What follows belongs to an exercise in optimizing a design on an open flow for small area, a short achievable clock period and few clock cycles per item; a production flow would make more cautious choices. No run shown here included a check of the RTL's function; only the layout flow was run.

==> flow/design.v, too long to show whole: its modules and the start of the top module <==
// module qg_screen_lane: 882 lines
module qg_screen_lane (
    input  wire         clk,
    input  wire         rst,
    input  wire         in_valid,
    output wire         in_ready,
    input  wire [1:0]   in_fmt,         
    input  wire         in_grey3,       
    input  wire         in_two_rowsets,
    input  wire [7:0]   in_p0,          
    input  wire [7:0]   in_ph,          
    input  wire [7:0]   in_pv,          
    input  wire [7:0]   in_phv,         
    input  wire [15:0]  in_gain,        
    input  wire [111:0] in_theta,       
    input  wire [15:0]  in_mask,        
    input  wire [8:0]   in_share,       
    input  wire         in_zone,        
    input  wire [10:0]  in_k,           
    input  wire [10:0]  in_s,           
    input  wire [11:0]  in_dots2_map,   
    output reg          out_valid,
    output reg  [2:0]   out_logical,
    output reg  [2:0]   out_level,
    output reg          out_rowset,
    output reg          out_pick_b,
    output reg          out_clip
);
  // ...
==> flow/flow/run.sh <==
#!/bin/bash
# The standard layout (standard.sh), with these changes:
#  - synthesis (flow/synth.tcl): the standard script, but Yosys's generic
#    ABC pass inside synth is skipped (-noabc), so that the full adders
#    written in the RTL are extracted without inverters around them, and the
#    final ABC mapping uses flow/abc.script;
#  - ports get buf_1 buffers;
#  - repair_timing aims at a slack of SETUP_SLACK_MARGIN below the 48 ns
#    clock, i.e. at the period the design can reach.
# make's output goes to standard.log; ORFS keeps each step's log in orfs/logs.
set -euo pipefail
W=$PWD
bash standard.sh finish SYNTH_SCRIPT=$W/flow/synth.tcl SYNTH_ARGS=-noabc \
  "BUFFER_PORTS_ARGS=-buffer_cell sky130_fd_sc_hd__buf_1" \
  SETUP_SLACK_MARGIN=37.3 > $W/standard.log 2>&1
==> flow/flow/abc.script <==
strash
dc2
dch -f
map -D 4000
buffer
upsize -D 4000
dnsize -D 4000
stime -p
==> flow/flow/synth.tcl <==
# synth_recipe.tcl with ABC's script swapped for flow/abc.script.
proc synth {args} { yosys synth -nofsm -noshare {*}$args }
set ::my_flow_dir [file dirname [file normalize [info script]]]
proc abc {args} {
  set i [lsearch -exact $args -script]
  if {$i >= 0} { set args [lreplace $args $i [expr {$i + 1}] -script $::my_flow_dir/abc.script] }
  set i [lsearch -exact $args -D]
  if {$i >= 0} { set args [lreplace $args $i [expr {$i + 1}]] }
  yosys abc {*}$args
}
source $::env(SCRIPTS_DIR)/synth.tcl
# left out here: clear keep_hierarchy, flatten, clean up, hide names made inside functions, write 1_2_yosys.v
==> flow/standard.sh <==
#!/bin/bash
# synth_recipe.tcl (not shown) runs the flow's synth.tcl, then flattens the netlist and writes it again
# the make line also repeats each setting of config.mk as NAME=value (left out here)
make -C /OpenROAD-flow-scripts/flow DESIGN_CONFIG=/design/flow/config.mk WORK_HOME=/design/flow/orfs CLKGATE_MAP_FILE= SYNTH_SCRIPT=/design/flow/synth_recipe.tcl "${@:-finish}"
==> flow/config.mk <==
export PLATFORM = sky130hd
export DESIGN_NAME = qg_screen_lane
export DESIGN_NICKNAME = qg_screen_lane
export VERILOG_FILES = /design/flow/design.v
export SDC_FILE = /design/flow/constraint.sdc
export NUM_CORES = 4
export LEC_CHECK = 0
export CAP_MARGIN = 20
export CORE_MARGIN = 2
export CORE_UTILIZATION = 50
export CTS_BUF_LIST = sky130_fd_sc_hd__clkbuf_16
export CTS_CLUSTER_DIAMETER = 120
export CTS_CLUSTER_SIZE = 30
export PLACE_DENSITY = 0.7
export SLEW_MARGIN = 20
==> flow/constraint.sdc <==
create_clock -name core_clock -period 48.0 [get_ports {clk}]
set_input_delay 9.6000 -clock core_clock [delete_from_list [all_inputs] [get_ports {clk}]]
set_output_delay 9.6000 -clock core_clock [all_outputs]
set_load 0.01 [all_outputs]
==> reports/metrics.cfg, run 1 <==
[synth]
async_flop_share=0
synth-seq-cells=215
synth_area_um2=18300
synthSimpleGateAreaFrac=0.122
yosys-top-cells-count=299 x inv_1, 250 x fa_1, 215 x dfxtp_1
synth_warnings=1
synth_cells=2084

[placement]
place_ws_ns=36.45
finalWeightedCongestion=0.964
dp.cells=2746

[critical_path]
arrival_ns=0.99
worstSetupEndpointType=primary output
r2r-start=s1_us[9]
crit_fanout=1
r2r-end=out_level[0]
startpoint=out_logical[0]
worst_setup_path_start_kind=register

[routing]
vias_per_cell=5.87
dr_wl_met2_mm=26.7
antenna_left=0

[min_path]
hold_path_class=register to register
timing.hold.worst.start=s1_rowset

[sta]
clock.fmax_mhz=94.4
period_share=0.221
fin_tns_setup_ns=0
rsz0062_at_grt=no

[global_route]
grt.busiest_layer=met2
grt_start_max_net_pins=34
antenna_found_initial=2
grt_usage=0.283

[floorplan]
fp.coreArea_um2=36300
rows=70

[layout]
buffers=311
final_common_cell=inv_1
top_regs=s1_theta (112), s1_us (40), s1_gain (16)

[run_status]
status=finished clean

==> run 2: changes to the inputs <==
--- a/flow/design.v
+++ b/flow/design.v
@@ -326,26 +326,26 @@
             wire two = (b2 & ~b1 & ~b0) | (~b2 & b1 & b0);
             wire neg = b2 & ~(b1 & b0);
             wire [16:0] mag = ({17{one}} & {1'b0, tm}) | ({17{two}} & {tm, 1'b0});
             wire [16:0] q = mag ^ {17{neg}};
         end
     endgenerate
     wire pt_c_76, pt_s_75;
     assign {pt_c_76, pt_s_75} = {1'b0, booth[1].neg} + {1'b0, booth[0].q[2]} + {1'b0, booth[1].q[0]};
-    wire pt_hc_78, pt_h_77;
-    assign {pt_hc_78, pt_h_77} = {1'b0, booth[0].q[3]} + {1'b0, booth[1].q[1]};
+    wire pt_c_78, pt_s_77;
+    assign {pt_c_78, pt_s_77} = {1'b0, booth[0].q[3]} + {1'b0, booth[1].q[1]} + {1'b0, pt_c_76};
     wire pt_c_80, pt_s_79;
     assign {pt_c_80, pt_s_79} = {1'b0, booth[2].neg} + {1'b0, booth[0].q[4]} + {1'b0, booth[1].q[2]};
-    wire pt_hc_82, pt_h_81;
-    assign {pt_hc_82, pt_h_81} = {1'b0, booth[2].q[0]} + {1'b0, pt_hc_78};
+    wire pt_c_82, pt_s_81;
+    assign {pt_c_82, pt_s_81} = {1'b0, booth[2].q[0]} + {1'b0, pt_s_79} + {1'b0, pt_c_78};
     wire pt_c_84, pt_s_83;
     assign {pt_c_84, pt_s_83} = {1'b0, booth[0].q[5]} + {1'b0, booth[1].q[3]} + {1'b0, booth[2].q[1]};
     wire pt_c_86, pt_s_85;
-    assign {pt_c_86, pt_s_85} = {1'b0, pt_c_80} + {1'b0, pt_s_83} + {1'b0, pt_hc_82};
+    assign {pt_c_86, pt_s_85} = {1'b0, pt_c_80} + {1'b0, pt_s_83} + {1'b0, pt_c_82};
     wire pt_c_88, pt_s_87;
     assign {pt_c_88, pt_s_87} = {1'b0, booth[3].neg} + {1'b0, (u[8] & s1_gain[0])} + {1'b0, booth[0].q[6]};
     wire pt_c_90, pt_s_89;
     assign {pt_c_90, pt_s_89} = {1'b0, booth[1].q[4]} + {1'b0, booth[2].q[2]} + {1'b0, booth[3].q[0]};
     wire pt_c_92, pt_s_91;
     assign {pt_c_92, pt_s_91} = {1'b0, pt_c_84} + {1'b0, pt_s_87} + {1'b0, pt_s_89};
     wire pt_c_94, pt_s_93;
     assign {pt_c_94, pt_s_93} = {1'b0, (u[9] & s1_gain[0])} + {1'b0, (u[8] & s1_gain[1])} + {1'b0, booth[0].q[7]};
@@ -440,18 +440,18 @@
     wire pt_c_184, pt_s_183;
     assign {pt_c_184, pt_s_183} = {1'b0, pt_s_175} + {1'b0, pt_c_162} + {1'b0, pt_c_164};
     wire pt_c_186, pt_s_185;
     assign {pt_c_186, pt_s_185} = {1'b0, pt_s_177} + {1'b0, pt_s_179} + {1'b0, pt_c_166};
     wire pt_c_188, pt_s_187;
     assign {pt_c_188, pt_s_187} = {1'b0, pt_s_181} + {1'b0, pt_s_183} + {1'b0, pt_c_168};
     wire pt_c_190, pt_s_189;
     assign {pt_c_190, pt_s_189} = {1'b0, pt_s_185} + {1'b0, pt_c_170} + {1'b0, pt_s_187};
-    wire pt_hc_192, pt_h_191;
-    assign {pt_hc_192, pt_h_191} = {1'b0, pt_c_172} + {1'b0, pt_s_189};
+    wire pt_c_192, pt_s_191;
+    assign {pt_c_192, pt_s_191} = {1'b0, pt_c_172} + {1'b0, pt_s_189} + {1'b0, pt_c_174};
     wire pt_c_194, pt_s_193;
     assign {pt_c_194, pt_s_193} = {1'b0, (u[9] & s1_gain[8])} + {1'b0, (u[8] & s1_gain[9])} + {1'b0, booth[0].q[15]};
     wire pt_c_196, pt_s_195;
     assign {pt_c_196, pt_s_195} = {1'b0, booth[1].q[13]} + {1'b0, booth[2].q[11]} + {1'b0, booth[3].q[9]};
     wire pt_c_198, pt_s_197;
     assign {pt_c_198, pt_s_197} = {1'b0, booth[4].q[7]} + {1'b0, booth[5].q[5]} + {1'b0, booth[6].q[3]};
     wire pt_c_200, pt_s_199;
     assign {pt_c_200, pt_s_199} = {1'b0, booth[7].q[1]} + {1'b0, pt_c_176} + {1'b0, pt_c_178};
@@ -459,17 +459,17 @@
     assign {pt_c_202, pt_s_201} = {1'b0, pt_c_180} + {1'b0, pt_s_193} + {1'b0, pt_s_195};
     wire pt_c_204, pt_s_203;
     assign {pt_c_204, pt_s_203} = {1'b0, pt_s_197} + {1'b0, pt_c_182} + {1'b0, pt_c_184};
     wire pt_c_206, pt_s_205;
     assign {pt_c_206, pt_s_205} = {1'b0, pt_s_199} + {1'b0, pt_s_201} + {1'b0, pt_c_186};
     wire pt_c_208, pt_s_207;
     assign {pt_c_208, pt_s_207} = {1'b0, pt_s_203} + {1'b0, pt_c_188} + {1'b0, pt_s_205};
     wire pt_c_210, pt_s_209;
-    assign {pt_c_210, pt_s_209} = {1'b0, pt_c_190} + {1'b0, pt_s_207} + {1'b0, pt_hc_192};
+    assign {pt_c_210, pt_s_209} = {1'b0, pt_c_190} + {1'b0, pt_s_207} + {1'b0, pt_c_192};
     wire pt_c_212, pt_s_211;
     assign {pt_c_212, pt_s_211} = {1'b0, (u[9] & s1_gain[9])} + {1'b0, (u[8] & s1_gain[10])} + {1'b0, booth[0].q[16]};
     wire pt_c_214, pt_s_213;
     assign {pt_c_214, pt_s_213} = {1'b0, booth[1].q[14]} + {1'b0, booth[2].q[12]} + {1'b0, booth[3].q[10]};
     wire pt_c_216, pt_s_215;
     assign {pt_c_216, pt_s_215} = {1'b0, booth[4].q[8]} + {1'b0, booth[5].q[6]} + {1'b0, booth[6].q[4]};
     wire pt_c_218, pt_s_217;
     assign {pt_c_218, pt_s_217} = {1'b0, booth[7].q[2]} + {1'b0, booth[8].q[0]} + {1'b0, pt_c_194};
@@ -496,18 +496,18 @@
     wire pt_c_240, pt_s_239;
     assign {pt_c_240, pt_s_239} = {1'b0, pt_c_216} + {1'b0, pt_s_231} + {1'b0, pt_s_233};
     wire pt_c_242, pt_s_241;
     assign {pt_c_242, pt_s_241} = {1'b0, pt_s_235} + {1'b0, pt_c_218} + {1'b0, pt_s_237};
     wire pt_c_244, pt_s_243;
     assign {pt_c_244, pt_s_243} = {1'b0, pt_c_220} + {1'b0, pt_s_239} + {1'b0, pt_c_222};
     wire pt_c_246, pt_s_245;
     assign {pt_c_246, pt_s_245} = {1'b0, pt_c_224} + {1'b0, pt_s_241} + {1'b0, pt_s_243};
-    wire pt_hc_248, pt_h_247;
-    assign {pt_hc_248, pt_h_247} = {1'b0, pt_c_226} + {1'b0, pt_s_245};
+    wire pt_c_248, pt_s_247;
+    assign {pt_c_248, pt_s_247} = {1'b0, pt_c_226} + {1'b0, pt_s_245} + {1'b0, pt_c_228};
     wire pt_c_250, pt_s_249;
     assign {pt_c_250, pt_s_249} = {1'b0, 1'b1} + {1'b0, (u[9] & s1_gain[11])} + {1'b0, (u[8] & s1_gain[12])};
     wire pt_c_252, pt_s_251;
     assign {pt_c_252, pt_s_251} = {1'b0, booth[1].q[16]} + {1'b0, booth[2].q[14]} + {1'b0, booth[3].q[12]};
     wire pt_c_254, pt_s_253;
     assign {pt_c_254, pt_s_253} = {1'b0, booth[4].q[10]} + {1'b0, booth[5].q[8]} + {1'b0, booth[6].q[6]};
     wire pt_c_256, pt_s_255;
     assign {pt_c_256, pt_s_255} = {1'b0, booth[7].q[4]} + {1'b0, booth[8].q[2]} + {1'b0, pt_c_230};
@@ -516,18 +516,18 @@
     wire pt_c_260, pt_s_259;
     assign {pt_c_260, pt_s_259} = {1'b0, pt_c_236} + {1'b0, pt_s_251} + {1'b0, pt_s_253};
     wire pt_c_262, pt_s_261;
     assign {pt_c_262, pt_s_261} = {1'b0, pt_s_255} + {1'b0, pt_c_238} + {1'b0, pt_s_257};
     wire pt_c_264, pt_s_263;
     assign {pt_c_264, pt_s_263} = {1'b0, pt_c_240} + {1'b0, pt_s_259} + {1'b0, pt_c_242};
     wire pt_c_266, pt_s_265;
     assign {pt_c_266, pt_s_265} = {1'b0, pt_s_261} + {1'b0, pt_c_244} + {1'b0, pt_s_263};
-    wire pt_hc_268, pt_h_267;
-    assign {pt_hc_268, pt_h_267} = {1'b0, pt_c_246} + {1'b0, pt_s_265};
+    wire pt_c_268, pt_s_267;
+    assign {pt_c_268, pt_s_267} = {1'b0, pt_c_246} + {1'b0, pt_s_265} + {1'b0, pt_c_248};
     wire pt_c_270, pt_s_269;
     assign {pt_c_270, pt_s_269} = {1'b0, ~booth[1].neg} + {1'b0, (u[9] & s1_gain[12])} + {1'b0, (u[8] & s1_gain[13])};
     wire pt_c_272, pt_s_271;
     assign {pt_c_272, pt_s_271} = {1'b0, booth[2].q[15]} + {1'b0, booth[3].q[13]} + {1'b0, booth[4].q[11]};
     wire pt_c_274, pt_s_273;
     assign {pt_c_274, pt_s_273} = {1'b0, booth[5].q[9]} + {1'b0, booth[6].q[7]} + {1'b0, booth[7].q[5]};
     wire pt_c_276, pt_s_275;
     assign {pt_c_276, pt_s_275} = {1'b0, booth[8].q[3]} + {1'b0, pt_c_250} + {1'b0, pt_s_269};
@@ -552,18 +552,18 @@
     wire pt_c_296, pt_s_295;
     assign {pt_c_296, pt_s_295} = {1'b0, pt_c_272} + {1'b0, pt_c_274} + {1'b0, pt_s_289};
     wire pt_c_298, pt_s_297;
     assign {pt_c_298, pt_s_297} = {1'b0, pt_s_291} + {1'b0, pt_c_276} + {1'b0, pt_s_293};
     wire pt_c_300, pt_s_299;
     assign {pt_c_300, pt_s_299} = {1'b0, pt_c_278} + {1'b0, pt_s_295} + {1'b0, pt_c_280};
     wire pt_c_302, pt_s_301;
     assign {pt_c_302, pt_s_301} = {1'b0, pt_s_297} + {1'b0, pt_c_282} + {1'b0, pt_s_299};
-    wire pt_hc_304, pt_h_303;
-    assign {pt_hc_304, pt_h_303} = {1'b0, pt_c_284} + {1'b0, pt_s_301};
+    wire pt_c_304, pt_s_303;
+    assign {pt_c_304, pt_s_303} = {1'b0, pt_c_284} + {1'b0, pt_s_301} + {1'b0, pt_c_286};
     wire pt_c_306, pt_s_305;
     assign {pt_c_306, pt_s_305} = {1'b0, ~booth[2].neg} + {1'b0, (u[9] & s1_gain[14])} + {1'b0, (u[8] & s1_gain[15])};
     wire pt_c_308, pt_s_307;
     assign {pt_c_308, pt_s_307} = {1'b0, booth[3].q[15]} + {1'b0, booth[4].q[13]} + {1'b0, booth[5].q[11]};
     wire pt_c_310, pt_s_309;
     assign {pt_c_310, pt_s_309} = {1'b0, booth[6].q[9]} + {1'b0, booth[7].q[7]} + {1'b0, booth[8].q[5]};
     wire pt_c_312, pt_s_311;
     assign {pt_c_312, pt_s_311} = {1'b0, pt_c_288} + {1'b0, pt_s_305} + {1'b0, pt_c_290};
@@ -594,18 +594,18 @@
     wire pt_c_338, pt_s_337;
     assign {pt_c_338, pt_s_337} = {1'b0, booth[6].q[11]} + {1'b0, booth[7].q[9]} + {1'b0, booth[8].q[7]};
     wire pt_c_340, pt_s_339;
     assign {pt_c_340, pt_s_339} = {1'b0, pt_c_322} + {1'b0, pt_c_324} + {1'b0, pt_s_335};
     wire pt_c_342, pt_s_341;
     assign {pt_c_342, pt_s_341} = {1'b0, pt_s_337} + {1'b0, pt_c_326} + {1'b0, pt_c_328};
     wire pt_c_344, pt_s_343;
     assign {pt_c_344, pt_s_343} = {1'b0, pt_s_339} + {1'b0, pt_c_330} + {1'b0, pt_s_341};
-    wire pt_hc_346, pt_h_345;
-    assign {pt_hc_346, pt_h_345} = {1'b0, pt_c_332} + {1'b0, pt_s_343};
+    wire pt_c_346, pt_s_345;
+    assign {pt_c_346, pt_s_345} = {1'b0, pt_c_332} + {1'b0, pt_s_343} + {1'b0, pt_c_334};
     wire pt_c_348, pt_s_347;
     assign {pt_c_348, pt_s_347} = {1'b0, 1'b1} + {1'b0, booth[4].q[16]} + {1'b0, booth[5].q[14]};
     wire pt_c_350, pt_s_349;
     assign {pt_c_350, pt_s_349} = {1'b0, booth[6].q[12]} + {1'b0, booth[7].q[10]} + {1'b0, booth[8].q[8]};
     wire pt_c_352, pt_s_351;
     assign {pt_c_352, pt_s_351} = {1'b0, pt_c_336} + {1'b0, pt_c_338} + {1'b0, pt_s_347};
     wire pt_c_354, pt_s_353;
     assign {pt_c_354, pt_s_353} = {1'b0, pt_s_349} + {1'b0, pt_c_340} + {1'b0, pt_s_351};
@@ -620,42 +620,42 @@
     wire pt_c_364, pt_s_363;
     assign {pt_c_364, pt_s_363} = {1'b0, pt_c_352} + {1'b0, pt_c_354} + {1'b0, pt_s_361};
     wire pt_c_366, pt_s_365;
     assign {pt_c_366, pt_s_365} = {1'b0, 1'b1} + {1'b0, booth[5].q[16]} + {1'b0, booth[6].q[14]};
     wire pt_c_368, pt_s_367;
     assign {pt_c_368, pt_s_367} = {1'b0, booth[7].q[12]} + {1'b0, booth[8].q[10]} + {1'b0, pt_c_358};
     wire pt_c_370, pt_s_369;
     assign {pt_c_370, pt_s_369} = {1'b0, pt_s_365} + {1'b0, pt_c_360} + {1'b0, pt_s_367};
-    wire pt_hc_372, pt_h_371;
-    assign {pt_hc_372, pt_h_371} = {1'b0, pt_c_362} + {1'b0, pt_s_369};
+    wire pt_c_372, pt_s_371;
+    assign {pt_c_372, pt_s_371} = {1'b0, pt_c_362} + {1'b0, pt_s_369} + {1'b0, pt_c_364};
     wire pt_c_374, pt_s_373;
     assign {pt_c_374, pt_s_373} = {1'b0, ~booth[5].neg} + {1'b0, booth[6].q[15]} + {1'b0, booth[7].q[13]};
     wire pt_c_376, pt_s_375;
     assign {pt_c_376, pt_s_375} = {1'b0, booth[8].q[11]} + {1'b0, pt_c_366} + {1'b0, pt_s_373};
     wire pt_c_378, pt_s_377;
     assign {pt_c_378, pt_s_377} = {1'b0, pt_c_368} + {1'b0, pt_s_375} + {1'b0, pt_c_370};
     wire pt_c_380, pt_s_379;
     assign {pt_c_380, pt_s_379} = {1'b0, 1'b1} + {1'b0, booth[6].q[16]} + {1'b0, booth[7].q[14]};
     wire pt_c_382, pt_s_381;
     assign {pt_c_382, pt_s_381} = {1'b0, booth[8].q[12]} + {1'b0, pt_c_374} + {1'b0, pt_s_379};
-    wire pt_hc_384, pt_h_383;
-    assign {pt_hc_384, pt_h_383} = {1'b0, pt_c_376} + {1'b0, pt_s_381};
+    wire pt_c_384, pt_s_383;
+    assign {pt_c_384, pt_s_383} = {1'b0, pt_c_376} + {1'b0, pt_s_381} + {1'b0, pt_c_378};
     wire pt_c_386, pt_s_385;
     assign {pt_c_386, pt_s_385} = {1'b0, ~booth[6].neg} + {1'b0, booth[7].q[15]} + {1'b0, booth[8].q[13]};
     wire pt_c_388, pt_s_387;
     assign {pt_c_388, pt_s_387} = {1'b0, pt_c_380} + {1'b0, pt_s_385} + {1'b0, pt_c_382};
     wire pt_c_390, pt_s_389;
     assign {pt_c_390, pt_s_389} = {1'b0, 1'b1} + {1'b0, booth[7].q[16]} + {1'b0, booth[8].q[14]};
-    wire pt_hc_392, pt_h_391;
-    assign {pt_hc_392, pt_h_391} = {1'b0, pt_c_386} + {1'b0, pt_s_389};
+    wire pt_c_392, pt_s_391;
+    assign {pt_c_392, pt_s_391} = {1'b0, pt_c_386} + {1'b0, pt_s_389} + {1'b0, pt_c_388};
     wire pt_c_394, pt_s_393;
     assign {pt_c_394, pt_s_393} = {1'b0, ~booth[7].neg} + {1'b0, booth[8].q[15]} + {1'b0, pt_c_390};
-    wire [31:0] pt_x = {pt_hc_392, pt_c_388, pt_hc_384, pt_c_378, pt_hc_372, pt_c_364, pt_c_356, pt_hc_346, pt_c_334, pt_c_320, pt_hc_304, pt_c_286, pt_hc_268, pt_hc_248, pt_c_228, pt_c_210, pt_s_209, pt_c_174, pt_s_173, pt_c_144, pt_c_132, pt_c_120, pt_c_110, pt_c_100, pt_s_99, pt_c_86, pt_s_85, pt_s_79, pt_c_76, pt_s_75, booth[0].q[1], booth[0].q[0]};
-    wire [31:0] pt_y = {pt_s_393, pt_h_391, pt_s_387, pt_h_383, pt_s_377, pt_h_371, pt_s_363, pt_s_355, pt_h_345, pt_s_333, pt_s_319, pt_h_303, pt_s_285, pt_h_267, pt_h_247, pt_s_227, 1'b0, pt_h_191, 1'b0, pt_s_157, pt_s_143, pt_s_131, pt_s_119, pt_s_109, 1'b0, pt_s_91, 1'b0, pt_h_81, pt_h_77, 1'b0, 1'b0, booth[0].neg};
+    wire [31:0] pt_x = {pt_c_392, pt_s_391, pt_c_384, pt_s_383, pt_c_372, pt_s_371, pt_c_356, pt_c_346, pt_s_345, pt_c_320, pt_c_304, pt_s_303, pt_c_268, pt_s_267, pt_s_247, pt_c_210, pt_s_209, pt_s_191, pt_s_173, pt_c_144, pt_c_132, pt_c_120, pt_c_110, pt_c_100, pt_s_99, pt_c_86, pt_s_85, pt_s_81, pt_s_77, pt_s_75, booth[0].q[1], booth[0].q[0]};
+    wire [31:0] pt_y = {pt_s_393, 1'b0, pt_s_387, 1'b0, pt_s_377, 1'b0, pt_s_363, pt_s_355, 1'b0, pt_s_333, pt_s_319, 1'b0, pt_s_285, 1'b0, 1'b0, pt_s_227, 1'b0, 1'b0, 1'b0, pt_s_157, pt_s_143, pt_s_131, pt_s_119, pt_s_109, 1'b0, pt_s_91, 1'b0, 1'b0, 1'b0, 1'b0, 1'b0, booth[0].neg};
     wire [31:0] prod = pt_x + pt_y;
     wire        clip   = prod[31] | prod[30];
     wire [15:0] e_full = prod[29:14];
     wire [15:0] e_sat  = e_full | {16{clip}};      
     wire [6:0]  use_k  = {{4{s1_grey3}}, 3'b111};
     wire [6:0]  gt_t, gt_e;
     genvar k;
     generate
@@ -691,40 +691,40 @@
     wire pk_c_406, pk_s_405;
     assign {pk_c_406, pk_s_405} = {1'b0, pk_s_401} + {1'b0, pk_c_400} + {1'b0, pk_s_403};
     wire pk_c_408, pk_s_407;
     assign {pk_c_408, pk_s_407} = {1'b0, pk_pp[0][3]} + {1'b0, pk_pp[1][2]} + {1'b0, pk_pp[2][1]};
     wire pk_c_410, pk_s_409;
     assign {pk_c_410, pk_s_409} = {1'b0, pk_pp[3][0]} + {1'b0, s1_rank[3]} + {1'b0, s1_s[3]};
     wire pk_c_412, pk_s_411;
     assign {pk_c_412, pk_s_411} = {1'b0, pk_c_402} + {1'b0, pk_s_407} + {1'b0, pk_s_409};
-    wire pk_hc_414, pk_h_413;
-    assign {pk_hc_414, pk_h_413} = {1'b0, pk_c_404} + {1'b0, pk_s_411};
+    wire pk_c_414, pk_s_413;
+    assign {pk_c_414, pk_s_413} = {1'b0, pk_c_404} + {1'b0, pk_s_411} + {1'b0, pk_c_406};
     wire pk_c_416, pk_s_415;
     assign {pk_c_416, pk_s_415} = {1'b0, pk_pp[0][4]} + {1'b0, pk_pp[1][3]} + {1'b0, pk_pp[2][2]};
     wire pk_c_418, pk_s_417;
     assign {pk_c_418, pk_s_417} = {1'b0, pk_pp[3][1]} + {1'b0, pk_pp[4][0]} + {1'b0, s1_rank[4]};
     wire pk_c_420, pk_s_419;
     assign {pk_c_420, pk_s_419} = {1'b0, s1_s[4]} + {1'b0, pk_c_408} + {1'b0, pk_c_410};
     wire pk_c_422, pk_s_421;
     assign {pk_c_422, pk_s_421} = {1'b0, pk_s_415} + {1'b0, pk_s_417} + {1'b0, pk_c_412};
-    wire pk_hc_424, pk_h_423;
-    assign {pk_hc_424, pk_h_423} = {1'b0, pk_s_419} + {1'b0, pk_hc_414};
+    wire pk_c_424, pk_s_423;
+    assign {pk_c_424, pk_s_423} = {1'b0, pk_s_419} + {1'b0, pk_s_421} + {1'b0, pk_c_414};
     wire pk_c_426, pk_s_425;
     assign {pk_c_426, pk_s_425} = {1'b0, pk_pp[0][5]} + {1'b0, pk_pp[1][4]} + {1'b0, pk_pp[2][3]};
     wire pk_c_428, pk_s_427;
     assign {pk_c_428, pk_s_427} = {1'b0, pk_pp[3][2]} + {1'b0, pk_pp[4][1]} + {1'b0, pk_pp[5][0]};
     wire pk_c_430, pk_s_429;
     assign {pk_c_430, pk_s_429} = {1'b0, s1_rank[5]} + {1'b0, s1_s[5]} + {1'b0, pk_c_416};
     wire pk_c_432, pk_s_431;
     assign {pk_c_432, pk_s_431} = {1'b0, pk_c_418} + {1'b0, pk_s_425} + {1'b0, pk_s_427};
     wire pk_c_434, pk_s_433;
     assign {pk_c_434, pk_s_433} = {1'b0, pk_c_420} + {1'b0, pk_s_429} + {1'b0, pk_s_431};
     wire pk_c_436, pk_s_435;
-    assign {pk_c_436, pk_s_435} = {1'b0, pk_c_422} + {1'b0, pk_s_433} + {1'b0, pk_hc_424};
+    assign {pk_c_436, pk_s_435} = {1'b0, pk_c_422} + {1'b0, pk_s_433} + {1'b0, pk_c_424};
     wire pk_c_438, pk_s_437;
     assign {pk_c_438, pk_s_437} = {1'b0, pk_pp[0][6]} + {1'b0, pk_pp[1][5]} + {1'b0, pk_pp[2][4]};
     wire pk_c_440, pk_s_439;
     assign {pk_c_440, pk_s_439} = {1'b0, pk_pp[3][3]} + {1'b0, pk_pp[4][2]} + {1'b0, pk_pp[5][1]};
     wire pk_c_442, pk_s_441;
     assign {pk_c_442, pk_s_441} = {1'b0, pk_pp[6][0]} + {1'b0, s1_rank[6]} + {1'b0, s1_s[6]};
     wire pk_c_444, pk_s_443;
     assign {pk_c_444, pk_s_443} = {1'b0, pk_c_426} + {1'b0, pk_c_428} + {1'b0, pk_s_437};
@@ -791,32 +791,32 @@
     wire pk_c_506, pk_s_505;
     assign {pk_c_506, pk_s_505} = {1'b0, pk_c_484} + {1'b0, pk_c_486} + {1'b0, pk_c_488};
     wire pk_c_508, pk_s_507;
     assign {pk_c_508, pk_s_507} = {1'b0, pk_s_499} + {1'b0, pk_s_501} + {1'b0, pk_s_503};
     wire pk_c_510, pk_s_509;
     assign {pk_c_510, pk_s_509} = {1'b0, pk_c_490} + {1'b0, pk_c_492} + {1'b0, pk_s_505};
     wire pk_c_512, pk_s_511;
     assign {pk_c_512, pk_s_511} = {1'b0, pk_s_507} + {1'b0, pk_c_494} + {1'b0, pk_s_509};
-    wire pk_hc_514, pk_h_513;
-    assign {pk_hc_514, pk_h_513} = {1'b0, pk_c_496} + {1'b0, pk_s_511};
+    wire pk_c_514, pk_s_513;
+    assign {pk_c_514, pk_s_513} = {1'b0, pk_c_496} + {1'b0, pk_s_511} + {1'b0, pk_c_498};
     wire pk_c_516, pk_s_515;
     assign {pk_c_516, pk_s_515} = {1'b0, pk_m9[2]} + {1'b0, pk_pp[3][8]} + {1'b0, pk_pp[4][7]};
     wire pk_c_518, pk_s_517;
     assign {pk_c_518, pk_s_517} = {1'b0, pk_pp[5][6]} + {1'b0, pk_pp[6][5]} + {1'b0, pk_pp[7][4]};
     wire pk_c_520, pk_s_519;
     assign {pk_c_520, pk_s_519} = {1'b0, ~s1_k[3]} + {1'b0, pk_c_500} + {1'b0, pk_c_502};
     wire pk_c_522, pk_s_521;
     assign {pk_c_522, pk_s_521} = {1'b0, pk_c_504} + {1'b0, pk_s_515} + {1'b0, pk_s_517};
     wire pk_c_524, pk_s_523;
     assign {pk_c_524, pk_s_523} = {1'b0, pk_c_506} + {1'b0, pk_c_508} + {1'b0, pk_s_519};
     wire pk_c_526, pk_s_525;
     assign {pk_c_526, pk_s_525} = {1'b0, pk_s_521} + {1'b0, pk_c_510} + {1'b0, pk_s_523};
-    wire pk_hc_528, pk_h_527;
-    assign {pk_hc_528, pk_h_527} = {1'b0, pk_c_512} + {1'b0, pk_s_525};
+    wire pk_c_528, pk_s_527;
+    assign {pk_c_528, pk_s_527} = {1'b0, pk_c_512} + {1'b0, pk_s_525} + {1'b0, pk_c_514};
     wire pk_c_530, pk_s_529;
     assign {pk_c_530, pk_s_529} = {1'b0, pk_m9[3]} + {1'b0, pk_pp[4][8]} + {1'b0, pk_pp[5][7]};
     wire pk_c_532, pk_s_531;
     assign {pk_c_532, pk_s_531} = {1'b0, pk_pp[6][6]} + {1'b0, pk_pp[7][5]} + {1'b0, ~s1_k[4]};
     wire pk_c_534, pk_s_533;
     assign {pk_c_534, pk_s_533} = {1'b0, pk_c_516} + {1'b0, pk_c_518} + {1'b0, pk_s_529};
     wire pk_c_536, pk_s_535;
     assign {pk_c_536, pk_s_535} = {1'b0, pk_s_531} + {1'b0, pk_c_520} + {1'b0, pk_c_522};
@@ -827,40 +827,40 @@
     wire pk_c_542, pk_s_541;
     assign {pk_c_542, pk_s_541} = {1'b0, pk_m9[4]} + {1'b0, pk_pp[5][8]} + {1'b0, pk_pp[6][7]};
     wire pk_c_544, pk_s_543;
     assign {pk_c_544, pk_s_543} = {1'b0, pk_pp[7][6]} + {1'b0, ~s1_k[5]} + {1'b0, pk_c_530};
     wire pk_c_546, pk_s_545;
     assign {pk_c_546, pk_s_545} = {1'b0, pk_c_532} + {1'b0, pk_s_541} + {1'b0, pk_c_534};
     wire pk_c_548, pk_s_547;
     assign {pk_c_548, pk_s_547} = {1'b0, pk_s_543} + {1'b0, pk_c_536} + {1'b0, pk_s_545};
-    wire pk_hc_550, pk_h_549;
-    assign {pk_hc_550, pk_h_549} = {1'b0, pk_c_538} + {1'b0, pk_s_547};
+    wire pk_c_550, pk_s_549;
+    assign {pk_c_550, pk_s_549} = {1'b0, pk_c_538} + {1'b0, pk_s_547} + {1'b0, pk_hc_540};
     wire pk_c_552, pk_s_551;
     assign {pk_c_552, pk_s_551} = {1'b0, pk_m9[5]} + {1'b0, pk_pp[6][8]} + {1'b0, pk_pp[7][7]};
     wire pk_c_554, pk_s_553;
     assign {pk_c_554, pk_s_553} = {1'b0, ~s1_k[6]} + {1'b0, pk_c_542} + {1'b0, pk_s_551};
     wire pk_c_556, pk_s_555;
     assign {pk_c_556, pk_s_555} = {1'b0, pk_c_544} + {1'b0, pk_s_553} + {1'b0, pk_c_546};
-    wire pk_hc_558, pk_h_557;
-    assign {pk_hc_558, pk_h_557} = {1'b0, pk_s_555} + {1'b0, pk_c_548};
+    wire pk_c_558, pk_s_557;
+    assign {pk_c_558, pk_s_557} = {1'b0, pk_s_555} + {1'b0, pk_c_548} + {1'b0, pk_c_550};
     wire pk_c_560, pk_s_559;
     assign {pk_c_560, pk_s_559} = {1'b0, pk_m9[6]} + {1'b0, pk_pp[7][8]} + {1'b0, ~s1_k[7]};
     wire pk_c_562, pk_s_561;
     assign {pk_c_562, pk_s_561} = {1'b0, pk_c_552} + {1'b0, pk_s_559} + {1'b0, pk_c_554};
     wire pk_hc_564, pk_h_563;
     assign {pk_hc_564, pk_h_563} = {1'b0, pk_s_561} + {1'b0, pk_c_556};
     wire pk_c_566, pk_s_565;
     assign {pk_c_566, pk_s_565} = {1'b0, pk_m9[7]} + {1'b0, ~s1_k[8]} + {1'b0, pk_c_560};
-    wire pk_hc_568, pk_h_567;
-    assign {pk_hc_568, pk_h_567} = {1'b0, pk_s_565} + {1'b0, pk_c_562};
+    wire pk_c_568, pk_s_567;
+    assign {pk_c_568, pk_s_567} = {1'b0, pk_s_565} + {1'b0, pk_c_562} + {1'b0, pk_hc_564};
     wire pk_c_570, pk_s_569;
     assign {pk_c_570, pk_s_569} = {1'b0, pk_pp[7][10]} + {1'b0, ~s1_k[9]} + {1'b0, pk_c_566};
-    wire [19:0] pk_x = {1'b1, pk_c_570, pk_hc_568, pk_hc_564, pk_hc_558, pk_hc_550, pk_hc_540, pk_hc_528, pk_hc_514, pk_c_498, pk_c_482, pk_hc_466, pk_c_450, pk_s_449, pk_s_435, pk_s_421, pk_c_406, pk_s_405, pk_s_399, pk_s_395};
-    wire [19:0] pk_y = {1'b0, 1'b1, pk_s_569, pk_h_567, pk_h_563, pk_h_557, pk_h_549, pk_h_539, pk_h_527, pk_h_513, pk_s_497, pk_s_481, pk_h_465, 1'b0, 1'b0, pk_h_423, pk_h_413, 1'b0, 1'b0, 1'b0};
+    wire [19:0] pk_x = {1'b1, pk_c_570, pk_c_568, pk_s_567, pk_c_558, pk_s_557, pk_s_549, pk_c_528, pk_s_527, pk_s_513, pk_c_482, pk_hc_466, pk_c_450, pk_s_449, pk_s_435, pk_s_423, pk_s_413, pk_s_405, pk_s_399, pk_s_395};
+    wire [19:0] pk_y = {1'b0, 1'b1, pk_s_569, 1'b0, pk_h_563, 1'b0, 1'b0, pk_h_539, 1'b0, 1'b0, pk_s_497, pk_s_481, pk_h_465, 1'b0, 1'b0, 1'b0, 1'b0, 1'b0, 1'b0, 1'b0};
     wire [19:0] pk_c;
     assign pk_c[0] = 1'b0;
     generate
         for (m = 0; m < 19; m = m + 1) begin : pkc
             assign pk_c[m+1] = (pk_x[m] & pk_y[m]) | (pk_x[m] & pk_c[m]) | (pk_y[m] & pk_c[m]);
         end
     endgenerate
     wire        pick   = s1_zone & (pk_x[19] ^ pk_y[19] ^ pk_c[19]);
==> run 2 against run 1 <==
Via count shrank 4.4%. Setup slack worse by 0.026 ns. Routed wire length fell by 2.2%. Clock-buffer cell count is 1 higher. Clock skew up 0.041 ns. Area after synthesis shrank 1.9%. Fmax down 0.25%. First-iteration DRC count down 10%. Highest routed layer unchanged. Sequential cell count did not move. Register-to-register slack worse by 0.33 ns. Critical endpoint is now out_logical[2]. Critical path type unchanged. Global-route usage barely moved.
==> reports/metrics.cfg, run 2 <==
[floorplan]
fp.coreArea_um2=35500  ; -2.4%
start_util=0.506
rows=69  ; -1.4%
die-area_um2=37400
ios=238
die_h_um=194
fp.dieW_um=194

[layout]
n_fill_cell=3036
largest_reg_flops=112
register_area_um2=4310
top_register=s1_theta
syn_to_final_growth_pct=17.2
drive_above_1_share=0.131
multiInputGateArea_um2=13100
nets=2812
final_common_cell=inv_1
final_cell_mix=261 x inv_1, 234 x buf_1, 227 x fa_1, 213 x dfxtp_1, 194 x nor2_1
top_regs=s1_theta (112), s1_us (40), s1_gain (16)

[critical_path]
worst_setup_path_start_kind=register
arrival_ns=1.02  ; +0.03 ns
slowest_stage=dfxtp_1
worstSetupEndpointType=primary output
required_ns=38.40
worstSetupPathType=register to primary output
crit_fanout=1  ; unchanged
crit_chain=buf_1
cp_top_family=flip-flops
max_stage_delay_ns=0.34
cp.buffers_inverters=1

[routing]
wirelength_mm=54.3
dr.pass1.iters=5
antenna_left=0  ; unchanged
vias_per_cell=5.81  ; -0.94%
drtIter0Drc=1308
route.detailed.drc=0
via_count=15900
routedWlPerCell_um=19.9

[job]
drv.max_cap_violation_count=0

[placement]
finalWeightedCongestion=0.981  ; +1.8%
port_buffers=235
hpwl_mm=41.9

[synth]
async_flop_share=0  ; unchanged
synth.most_common_cell=inv_1
synth-seq-cells=215  ; unchanged
yosys-top-cells-count=274 x inv_1, 263 x fa_1, 215 x dfxtp_1
synth_largest_area_cell=fa_1
synth_warnings=1  ; unchanged
synth_cells=1994  ; -4.3%
ys_seq_area_frac=0.240
synth_top_area_share=0.293
synth_edf_count=0
netlist_top_cells_area=fa_1 29%, dfxtp_1 24%, inv_1 5.7%
ys.flop_type=dfxtp_1
synth_area_um2=18000  ; -1.9%
syn_nets=2544
syn_avg_cell_area_um2=9.01
synth_cell_types=71

[sta]
maxSlewHeadroom=0.333
setup_viol=0
drv_slew=0
whs_ns=0.342
fin_tns_setup_ns=0  ; unchanged
hold_violations=0
finClkSkew_ns=0.0602
period_share=0.221  ; +0.000542
rsz0062_at_grt=yes
min_period_ns=10.62
tightest_slew_ns=1.00
clock.fmax_mhz=94.2  ; -0.25%

[clock_tree]
cts_made_buffers=12
clock_latency_ns=0.53
clockRootBuffer=clkbuf_16
cts_htree_levels=1
cts_max_path_buffers=3
clock-sinks=215
cts_tree=built
clk_pin_slew_ns=0.10

[global_route]
grt_usage=0.283  ; about the same
grt_start_max_net_pins=34  ; unchanged
antenna_found_initial=1  ; -1
grt_pass1_vias=16100
grt_pass1_wl_mm=84.2
grt_overflow_total=0

[run_status]
status=finished clean

[min_path]
hold_path_class=register to register

-- run 2: cell type report --
| cell class | count | share of cell area |
|---|---|---|
| clock buffer | 12 | 0.0143 |
| inverter | 294 | 0.0543 |
| antenna | 2 | 0.000238 |
| tap | 461 | 0.0274 |
| timing repair buffer | 301 | 0.0738 |
| clock inverter | 4 | 0.00196 |
| sequential | 215 | 0.205 |
| multi-input combinational | 1438 | 0.624 |
-- run 2: kinds of logic (layout without fill, tap and decap cells) --
logic type / Yosys count / in the layout / synth area share
adder cells (fa/ha/maj): 323 / 323 / 0.335
buffers and inverters: 342 / 611 / 0.0741
AO/OA/AOI/OAI: 505 / 505 / 0.179
AND/OR/NAND/NOR: 505 / 506 / 0.120
flip-flops: 215 / 215 / 0.240
XOR/XNOR: 103 / 103 / 0.0513
other: 1 / 3 / 0.000209
-- run 2: worst paths after layout --
path              slack (ns)  cells past startpoint      startpoint              to
setup / recovery       37.38                      1  out_logical[2]  out_logical[2]
hold / removal          0.34                      0       s1_rowset      out_rowset
setup reg to reg       37.38                     55       s1_us[11]    out_level[2]
hold reg to reg         0.34                      0       s1_rowset      out_rowset
-- run 2: layer usage --
layer	wire, µm	part of all wire	vias to the layer above	GRT usage
met3	4840	0.089	176	0.0554
met2	26100	0.48	821	0.465
met1	20600	0.38	7658	0.358
met4	2820	0.052	0	0.137
li1	-	-	7202	-
met5	0	0	-	0
-- run 2: through the flow --
| step | cell area [µm²] | setup slack, ns | util | cells |
|---|---|---|---|---|
| 6_report | 21100 | 37.38 | 0.593 | 2727 |
| 5_1_grt | 21000 | 36.93 | 0.593 | 2725 |
| 4_1_cts | 20400 | 37.33 | 0.575 | 2708 |
| 3_5_place_dp | 19300 | 35.73 | 0.544 | 2655 |
| 3_3_place_gp | 19300 | 35.82 | 0.544 | 2655 |
| 2_1_floorplan | 18000 | 37.29 | - | 1994 |
-- run 2: timing repair --
item / in CTS / in global routing
setup endpoints to repair: 35 / 5
hold buffers: 0 / 0
resized for setup: 115 / 110
cloned: 2 / 1
buffers inserted: 35 / 16
pin swaps: 28 / 70

==> static timing again, ports no longer ideal <==
In the flow no input, the clock included, has a driving cell. The finished layouts below were timed again as built, in two steps.
Step 1 (the two cells are an assumption about what drives the block):
set clk [get_ports {clk}]
set_driving_cell -lib_cell sky130_fd_sc_hd__clkbuf_16 $clk
set_driving_cell -lib_cell sky130_fd_sc_hd__buf_2 [delete_from_list [all_inputs] $clk]
Step 2, shift: input delay + t, output delay - t, t = (earliest + latest rising clock arrival at the registers) / 2. This alone moves slack from input paths to output paths.
Three values: ideal ports, drivers, drivers and shift; two values: the first two.
run	t, ns	setup WS [ns]	hold WS [ns]	worst setup path at the end	cell pins on the clock port's net
run 1	0.538	37.407 / 37.350 / 36.971	0.339 / 0.339 / 0.339	input to register	1
run 2	0.558	37.381 / 37.325 / 36.911	0.342 / 0.342 / 0.342	input to register	1
After both steps setup and hold are still met in every run listed. The setup slack of run 2, which loses most, moves by -0.056 ns with the drivers and by -0.470 ns with both steps.
